Background: an optimization exercise with open tools, aiming at small area. Do not read the settings as production practice. Only simulation tests tie the RTL to the original design; equivalence was not proved. Power is estimated from default activity; no workload was simulated.

==> flow/design.v <==
module tally_port (
    input  wire        clk,
    input  wire        rst,         
    input  wire        tcs_n,
    input  wire        tclk,
    input  wire        tdi,
    output reg         tdo,
    input  wire        tick,
    input  wire [15:0] alert_in,
    output reg         alert_n,
    output reg         srst_req
);
    localparam [3:0] OC_OK        = 4'h0;
    localparam [3:0] OC_NOT_READY = 4'h1;
    localparam [3:0] OC_CRC_BAD   = 4'h2;
    localparam [3:0] OC_MALFORMED = 4'h3;
    localparam [3:0] OC_UNMAPPED  = 4'h4;
    localparam [3:0] OC_DENIED    = 4'h5;
    localparam [3:0] OC_NONE      = 4'h7;
    localparam [6:0] IX_ID        = 7'h00;
    localparam [6:0] IX_REV       = 7'h01;
    localparam [6:0] IX_TCTL      = 7'h02;
    localparam [6:0] IX_TSTAT     = 7'h03;
    localparam [6:0] IX_IWA       = 7'h04;
    localparam [6:0] IX_IWD       = 7'h05;
    localparam [6:0] IX_IWC       = 7'h06;
    localparam [6:0] IX_ALERT_EN  = 7'h20;
    localparam [6:0] IX_ALERT_SRC = 7'h21;
    localparam [31:0] ID_VALUE  = 32'h5259_6416;
    localparam [31:0] REV_VALUE = 32'h0000_01B0;
    function [7:0] crc8_bit;
        input [7:0] c;
        input       b;
        begin
            crc8_bit = {c[6:0], 1'b0} ^ ((c[7] ^ b) ? 8'h07 : 8'h00);
        end
    endfunction
    reg [1:0] tcs_sync, tclk_sync, tdi_sync;
    reg       tcs_prev, tclk_prev;
    always @(posedge clk) begin
        if (rst) begin
            tcs_sync  <= 2'b11;
            tclk_sync <= 2'b00;
            tdi_sync  <= 2'b00;
            tcs_prev  <= 1'b1;
            tclk_prev <= 1'b0;
        end else begin
            tcs_sync  <= {tcs_sync[0], tcs_n};
            tclk_sync <= {tclk_sync[0], tclk};
            tdi_sync  <= {tdi_sync[0], tdi};
            tcs_prev  <= tcs_sync[1];
            tclk_prev <= tclk_sync[1];
        end
    end
    wire tcs_s  = tcs_sync[1];
    wire tclk_s = tclk_sync[1];
    wire tdi_s  = tdi_sync[1];
    wire tcs_fall  = tcs_prev & ~tcs_s;
    wire tcs_rise  = ~tcs_prev & tcs_s;
    reg        lcrc;             
    reg [3:0]  last;             
    reg        f_crc_err, f_malformed, f_unmapped, f_notready, f_denied;
    reg [7:0]  crc_cnt, mal_cnt;
    reg [23:0] iwa;              
    reg [7:0]  iwc_step;         
    reg        iwc_dir;          
    reg        iwc_page;         
    reg [15:0] alert_en;         
    reg [31:0] bkp [0:15];       
    wire        tstat_any = f_crc_err | f_malformed | f_unmapped | f_notready | f_denied;
    wire [15:0] alert_src = {alert_in[15:11], tstat_any, alert_in[9:0]};
    wire [31:0] tstat_value = {mal_cnt, crc_cnt, 5'b0, 2'b00, f_denied, f_notready,
                               f_unmapped, f_malformed, f_crc_err, last};
    reg        open;             
    reg        late;             
    reg        f_lcrc;           
    reg [6:0]  cnt;              
    reg [3:0]  tick_cnt;         
    reg [7:0]  cmd_sr;           
    reg [39:0] in_sr;            
    reg [7:0]  crc;              
    reg        turn_ok;          
    reg [31:0] rd_sr;            
    reg        rd_acc_ok;        
    reg [3:0]  rd_acc;           
    wire tclk_rise = open & ~late & ~tcs_s & ~tclk_prev & tclk_s;
    wire tclk_fall = open & ~late & ~tcs_s & tclk_prev & ~tclk_s;
    wire [7:0] status_byte = {4'b0101, last};    
    wire       is_write = cmd_sr[7];
    wire [6:0] index    = cmd_sr[6:0];
    wire [6:0] clk_no = cnt + 7'd1;
    wire [6:0] cap_index = {cmd_sr[5:0], tdi_s};
    wire       cap_read  = ~cmd_sr[6];
    reg [31:0] rd_value;
    reg [3:0]  rd_outcome;
    always @(*) begin
        rd_value   = 32'd0;
        rd_outcome = OC_OK;
        case (cap_index)
            IX_ID:        rd_value = ID_VALUE;
            IX_REV:       rd_value = REV_VALUE;
            IX_TCTL:      rd_value = {31'd0, lcrc};
            IX_TSTAT:     rd_value = tstat_value;
            IX_IWA:       rd_value = {8'd0, iwa};
            IX_IWD:       rd_outcome = OC_NOT_READY;
            IX_IWC:       rd_value = {22'd0, iwc_page, iwc_dir, iwc_step};
            IX_ALERT_EN:  rd_value = {16'd0, alert_en};
            IX_ALERT_SRC: rd_value = {16'd0, alert_src};
            default: begin
                if (cap_index[6:3] == 4'b0111)
                    rd_value = bkp[{iwc_page, cap_index[2:0]}];
                else
                    rd_outcome = OC_UNMAPPED;
            end
        endcase
    end
    wire [6:0] exp_len  = is_write ? (f_lcrc ? 7'd48 : 7'd40)
                                   : (f_lcrc ? 7'd56 : 7'd48);
    wire       null_frm = (cnt == 7'd0) & ~late;
    wire       malformed = late | (cnt != exp_len);
    wire [31:0] wr_data  = f_lcrc ? in_sr[39:8] : in_sr[31:0];
    wire        wr_crc_ok = ~f_lcrc | (crc == in_sr[7:0]);
    reg [3:0] wr_outcome;
    always @(*) begin
        case (index)
            IX_ID, IX_REV, IX_ALERT_SRC: wr_outcome = OC_DENIED;
            IX_TCTL, IX_TSTAT, IX_IWA, IX_IWC, IX_ALERT_EN: wr_outcome = OC_OK;
            IX_IWD:  wr_outcome = OC_NOT_READY;
            default: wr_outcome = (index[6:3] == 4'b0111) ? OC_OK : OC_UNMAPPED;
        endcase
    end
    reg [3:0] outcome;
    always @(*) begin
        if (malformed)
            outcome = OC_MALFORMED;
        else if (is_write)
            outcome = wr_crc_ok ? wr_outcome : OC_CRC_BAD;
        else
            outcome = turn_ok ? rd_acc : OC_CRC_BAD;
    end
    wire frame_end = open & tcs_rise & ~null_frm;
    wire do_write  = frame_end & is_write & (outcome == OC_OK);
    always @(posedge clk) begin
        if (rst) begin
            open      <= 1'b0;
            late      <= 1'b0;
            f_lcrc    <= 1'b0;
            cnt       <= 7'd0;
            tick_cnt  <= 4'd0;
            cmd_sr    <= 8'd0;
            in_sr     <= 40'd0;
            crc       <= 8'd0;
            turn_ok   <= 1'b1;
            rd_sr     <= 32'd0;
            rd_acc_ok <= 1'b0;
            rd_acc    <= OC_OK;
            tdo       <= 1'b1;
        end else if (tcs_fall) begin
            open      <= 1'b1;
            late      <= 1'b0;
            f_lcrc    <= lcrc;
            cnt       <= 7'd0;
            tick_cnt  <= 4'd0;
            cmd_sr    <= 8'd0;
            in_sr     <= 40'd0;
            crc       <= 8'd0;
            turn_ok   <= 1'b1;
            rd_sr     <= 32'd0;
            rd_acc_ok <= 1'b0;
            rd_acc    <= OC_OK;
            tdo       <= 1'b0;           
        end else if (tcs_rise) begin
            open <= 1'b0;
            tdo  <= 1'b1;
        end else if (open) begin
            if (tick & ~late) begin
                if (tick_cnt == 4'd8) begin
                    late <= 1'b1;
                    tdo  <= 1'b0;
                end else begin
                    tick_cnt <= tick_cnt + 4'd1;
                end
            end
            if (tclk_rise) begin
                if (cnt != 7'd127)
                    cnt <= clk_no;
                if (clk_no <= 7'd8)
                    cmd_sr <= {cmd_sr[6:0], tdi_s};
                else if (clk_no <= 7'd48)
                    in_sr <= {in_sr[38:0], tdi_s};
                if (clk_no <= 7'd8 || (is_write && clk_no <= 7'd40))
                    crc <= crc8_bit(crc, tdi_s);
                if (clk_no == 7'd8 && cap_read) begin
                    rd_sr     <= rd_value;
                    rd_acc    <= rd_outcome;
                    rd_acc_ok <= (rd_outcome == OC_OK);
                end
                if (clk_no == 7'd16 && !is_write && f_lcrc)
                    turn_ok <= (crc == {in_sr[6:0], tdi_s});
            end
            if (tclk_fall) begin
                if (cnt < 7'd8) begin
                    tdo <= status_byte[3'd7 - cnt[2:0]];
                end else if (!is_write && cnt >= 7'd16 && cnt < 7'd48) begin
                    tdo   <= rd_acc_ok & turn_ok & rd_sr[31];
                    rd_sr <= {rd_sr[30:0], 1'b0};
                    crc   <= crc8_bit(crc, rd_acc_ok & turn_ok & rd_sr[31]);
                end else if (!is_write && f_lcrc && cnt >= 7'd48 && cnt < 7'd56) begin
                    tdo <= crc[7] ^ ~(rd_acc_ok & turn_ok);
                    crc <= {crc[6:0], 1'b0};
                end else begin
                    tdo <= 1'b0;
                end
            end
        end
    end
    integer k;
    always @(posedge clk) begin
        if (rst) begin
            lcrc        <= 1'b0;
            last        <= OC_NONE;
            f_crc_err   <= 1'b0;
            f_malformed <= 1'b0;
            f_unmapped  <= 1'b0;
            f_notready  <= 1'b0;
            f_denied    <= 1'b0;
            crc_cnt     <= 8'd0;
            mal_cnt     <= 8'd0;
            iwa         <= 24'd0;
            iwc_step    <= 8'h01;
            iwc_dir     <= 1'b0;
            iwc_page    <= 1'b0;
            alert_en    <= 16'd0;
            srst_req    <= 1'b0;
            for (k = 0; k < 16; k = k + 1)
                bkp[k] <= 32'd0;
        end else begin
            srst_req <= 1'b0;
            if (do_write) begin
                case (index)
                    IX_TCTL: begin
                        lcrc <= wr_data[0];
                        if (wr_data[31:16] == 16'h7A11)
                            srst_req <= 1'b1;
                    end
                    IX_TSTAT: begin
                        if (wr_data[4]) begin
                            f_crc_err <= 1'b0;
                            crc_cnt   <= 8'd0;
                        end
                        if (wr_data[5]) begin
                            f_malformed <= 1'b0;
                            mal_cnt     <= 8'd0;
                        end
                        if (wr_data[6]) f_unmapped <= 1'b0;
                        if (wr_data[7]) f_notready <= 1'b0;
                        if (wr_data[8]) f_denied   <= 1'b0;
                    end
                    IX_IWA:      iwa <= wr_data[23:0];
                    IX_IWC: begin
                        iwc_step <= wr_data[7:0];
                        iwc_dir  <= wr_data[8];
                        iwc_page <= wr_data[9];
                    end
                    IX_ALERT_EN: alert_en <= wr_data[15:0];
                    default: begin
                        if (index[6:3] == 4'b0111)
                            bkp[{iwc_page, index[2:0]}] <= wr_data;
                    end
                endcase
            end
            if (frame_end) begin
                last <= outcome;
                case (outcome)
                    OC_CRC_BAD: begin
                        f_crc_err <= 1'b1;
                        if (crc_cnt != 8'hFF) crc_cnt <= crc_cnt + 8'd1;
                    end
                    OC_MALFORMED: begin
                        f_malformed <= 1'b1;
                        if (mal_cnt != 8'hFF) mal_cnt <= mal_cnt + 8'd1;
                    end
                    OC_UNMAPPED:  f_unmapped <= 1'b1;
                    OC_NOT_READY: f_notready <= 1'b1;
                    OC_DENIED:    f_denied   <= 1'b1;
                    default: ;
                endcase
            end
        end
    end
    always @(posedge clk) begin
        if (rst)
            alert_n <= 1'b1;
        else
            alert_n <= ~|(alert_src & alert_en);
    end
endmodule
==> flow/run.sh <==
#!/bin/bash
# synth_recipe.tcl (not shown) runs the flow's synth.tcl, then flattens the netlist and writes it again
# the make line also repeats each setting of config.mk as NAME=value (left out here)
make -C /OpenROAD-flow-scripts/flow DESIGN_CONFIG=/design/flow/config.mk WORK_HOME=/design/flow/orfs CLKGATE_MAP_FILE= SYNTH_SCRIPT=/design/flow/synth_recipe.tcl finish
==> flow/config.mk <==
export PLATFORM = sky130hd
export DESIGN_NAME = tally_port
export DESIGN_NICKNAME = tally_port
export VERILOG_FILES = /design/flow/design.v
export SDC_FILE = /design/flow/constraint.sdc
export NUM_CORES = 4
export LEC_CHECK = 0
export CAP_MARGIN = 20
export CORE_MARGIN = 2
export CORE_UTILIZATION = 40
export SLEW_MARGIN = 20
==> flow/constraint.sdc <==
create_clock -name core_clock -period 4.2 [get_ports {clk}]
set_input_delay 0.8400 -clock core_clock [delete_from_list [all_inputs] [get_ports {clk}]]
set_output_delay 0.8400 -clock core_clock [all_outputs]
set_load 0.01 [all_outputs]
==> reports/results.txt <==
Status: finished clean
DIE AREA: 0.0823 sq mm
Final worst-path cycle share: 0.931
Antenna Violating Nets Remaining: 0
Rel. slew slack: 0.274
Power Dens Cells: 399 mW/mm^2
Area leader, netlist: edfxtp_1
Post-synth ARST share: 0
M3 GR Usage: 0.0432
Worst path slowest cell: or3b_2
Reg-to-Reg End: bkp[10][31]
Share of layout cells above drive strength 1: 0.168
Avg WL per Cell: 26.6 um
Critical Path End Type: flip-flop
FF+latch count, synth: 704
Worst skew pair latency: 0.63 ns
Fmax: 256 MHz
Fin nets: 2685
Crit path kind: reg2reg
RSZ-0062 raised after global routing: false
Initial drt markers: 2670
Pwr Total: 14.6 mW
Gate Count Post-Synth: 2656
R2R depth: 11
WP data arrival: 4.38 ns
Most frequent cell on the critical path: buf_4
Root Driver: clkbuf_16
Fillers: 7142
Avg Inst Size Synth: 12.1 sq um
FP Rows: 103
Cell area after synthesis: 0.0320 sq mm
Clock-pin slew on the worst setup and hold paths: 0.06 ns
Number of global-route vias before repair: 22300
Met2 Use GR: 0.380
Clock Sink Count: 704
Layout Skew: 0.0370 ns
Diodes inserted: 0
Crit-path max cell delay: 0.49 ns
Max-slew violations: 0
CORE AREA: 0.0791 sq mm
Initial antenna violation count: 2
CP max FO: 40
P_leak: 11.5 nW
Largest net degree at the start of global routing: 93
Chip width: 287 um
CP Cell Sequence: inv_1, ha_1, or3b_2, or4_1, or3_1, a2111oi_4, buf_4, buf_4, nand3_2, buf_4, nor2_1
Synth area leaders: edfxtp_1 (48%), dfxtp_1 (12%), mux4_2 (9.5%)
Max clock buf depth: 3
Max VDD drop: 0.309 mV
Final Hold Vio Count: 0
Cts bufs inserted: 74
I/O Pins: 25
Ys flop type: edfxtp_1
Hold Buf Count CTS: 0
Top cell type's share of synthesized area: 0.480
Reg2Reg Launch Point: cnt[0]
Initial Util: 0.405
Post-synth net total: 2689
Syn-to-layout area delta: 14.0%
DRC: 0
Drt first pass iters: 5
Via Count: 22900
Critical Path Sink: bkp[10][31]
Post-route minimum period: 3.91 ns
GRT Overall Usage: 0.243
GRT met1 Usage: 0.340
PostCTS Resize Cnt: 0
Least-Margin Pin Slew: 1.09 ns
Setup slack, reg-to-reg: 0.29 ns
Die Y-Extent: 287 um
Worst hold path class: reg2reg
Synth unique cells: 81
EDFF count, synth: 512
CTS H-tree depth: 3
Setup Buffers After CTS: 0
Final setup violation count: 0
First-pass GRT wire length: 148000 um
Drt via density: 6.09
Required time worst endpoint: 4.67 ns
RD Place Congestion: 0.871
CP startpoint kind: flip-flop
GR peak layer: met2
GRT Residual Overflow: 0
Total routed wirelength: 100000 um
Port-buffer cells: 23
Seq/Total Area, Yosys: 0.600
Worst setup startpoint: cnt[0]
CTS tree: yes
Synth warn: 1
Final total negative setup slack: 0 ns
Max_cap viols: 0
HPWL Detailed: 61500 um
-- layout by cell type (no fill, tap or decap), types with 30 or more instances in the layout --
| cell type | Yosys | layout |
|---|---|---|
| nor2_1 | 652 | 651 |
| nand3_1 | 83 | 71 |
| nand2b_1 | 30 | 30 |
| a21oi_1 | 82 | 82 |
| mux4_2 | 135 | 135 |
| o21ai_0 | 43 | 43 |
| dfxtp_1 | 192 | 187 |
| clkbuf_16 | 0 | 77 |
| mux2i_1 | 141 | 138 |
| buf_4 | 2 | 94 |
| edfxtp_1 | 512 | 512 |
| nand2_1 | 132 | 124 |
-- cell type report --
| cell class | instances | area [sq um] | area share |
|---|---|---|---|
| well taps | 1050 | 1310 | 0.0360 |
| clock buffers | 115 | 2190 | 0.0600 |
| inverters | 16 | 60.1 | 0.00164 |
| repair buffers | 143 | 1450 | 0.0398 |
| multi-input cells | 1713 | 12100 | 0.331 |
| clock inverters | 21 | 171 | 0.00469 |
| flip-flops and latches | 704 | 19200 | 0.527 |
-- worst min-delay path by stage --
stage	slack, ns	cells after the start	start	to
6_report	0.41	1	tcs_sync[0]	tcs_sync[1]
5_1_grt	0.43	1	tcs_sync[0]	tcs_sync[1]
4_1_cts	0.42	1	tcs_sync[0]	tcs_sync[1]
3_5_place_dp	0.41	1	tcs_sync[0]	tcs_sync[1]
3_3_place_gp	0.40	1	tcs_sync[0]	tcs_sync[1]
2_1_floorplan	0.39	1	tcs_sync[0]	tcs_sync[1]
-- cells in the mapped netlist, types with 6 or more instances --
| library cell | instances |
|---|---|
| inv_1 | 15 |
| and3_1 | 17 |
| or2_2 | 16 |
| a311oi_1 | 7 |
| o221ai_1 | 6 |
| dfxtp_1 | 192 |
| nor4_1 | 8 |
| a221oi_1 | 8 |
| nor2b_1 | 15 |
| o22ai_1 | 25 |
| a211oi_1 | 11 |
| buf_2 | 6 |
| nand4b_1 | 10 |
| nand2_1 | 132 |
| a31oi_1 | 16 |
| buf_1 | 29 |
| or3_1 | 6 |
| a2111oi_0 | 6 |
| clkbuf_1 | 186 |
| nand3_1 | 83 |
| o211ai_1 | 8 |
| xnor2_1 | 25 |
| xor2_1 | 7 |
| a22oi_1 | 12 |
| mux4_2 | 135 |
| and2_1 | 11 |
| ha_1 | 11 |
| edfxtp_1 | 512 |
| nor2_1 | 652 |
| nand4_1 | 24 |
| mux2i_1 | 141 |
| nand2b_1 | 30 |
| mux2_2 | 19 |
| nor3_1 | 26 |
| o21ai_0 | 43 |
| o32ai_1 | 11 |
| a32oi_1 | 13 |
| a21oi_1 | 82 |
-- report_power, final --
group          switching (mW)  internal, mW  total, mW
Clock                    2.75          3.67       6.43
Sequential             0.0491          7.59       7.64
Combinational           0.318         0.200      0.519
-- state kept, by name (all words and copies together), names as in the netlist, 2 cells and up --
| signal | count |
|---|---|
| alert_en | 16 |
| cnt | 7 |
| rd_acc | 2 |
| mal_cnt | 8 |
| iwa | 24 |
| last | 3 |
| tdi_sync | 2 |
| cmd_sr | 8 |
| crc | 8 |
| bkp | 512 |
| rd_sr | 32 |
| tclk_sync | 2 |
| in_sr | 40 |
| crc_cnt | 8 |
| tick_cnt | 4 |
| iwc_step | 8 |
| tcs_sync | 2 |
-- cells by family after synthesis --
logic type / synth area share
adders and majority gates: 0.00430
DFF: 0.600
muxes: 0.146
and+or+nand+nor: 0.145
buffers and inverters: 0.0285
AOI/OAI and AO/OA: 0.0674
xor gates and xnor gates: 0.00875
-- metal layers --
layer  vias up  share of wire
met5         -              0
met4         0          0.037
met3       221          0.099
met2      1264           0.46
met1     11600           0.41
li1       9790              -
-- critical path, delay by kind of cell, from the launching register on --
kind | cells | cell delay [ns]
AO/OA/AOI/OAI | 1 | 0.34
AND/OR/NAND/NOR | 5 | 1.66
adder cells (fa/ha/maj) | 1 | 0.17
buffers and inverters | 4 | 1.19
flip-flops | 1 | 0.37
-- metrics by stage --
step | area, sq um | hold WS, ns | instances | utilization | worst slack [ns]
after floorplan | 32100 | 0.389 | 2656 | - | 0.0168
after global placement | 34100 | 0.405 | 3624 | 0.431 | 0.459
after detailed placement | 34100 | 0.405 | 3625 | 0.431 | 0.386
after CTS | 36500 | 0.416 | 3761 | 0.461 | 0.330
after global routing | 36500 | 0.432 | 3762 | 0.461 | 0.111
final | 36500 | 0.411 | 3762 | 0.461 | 0.292

-- port drivers added, routing unchanged --
The flow's constraints put no driver on any port. The routed layout listed below was extracted and timed again, unchanged, in two steps.
Step 1, drivers: a clkbuf_16 drives clk and a buf_2 each remaining input, both assumed.
Step 2 moves the port delays by t, midway between the first and last clock arrival at a register: inputs arrive t later, outputs are due t later. That takes back most of the time a late clock gives input paths.
Slacks: ideal ports / drivers / drivers and shift; pairs: ideal ports / drivers.
shift t [ns]: 0.682
setup slack, ns: 0.292 / 0.292 / 0.292
clock arrival spread, ns: 0.038 / 0.039
worst register clock-pin slew, ns: 0.06 / 0.06
After both steps this run still meets setup and hold. The setup slack of this run moves by 0.000 ns with the drivers and by 0.000 ns with both steps.
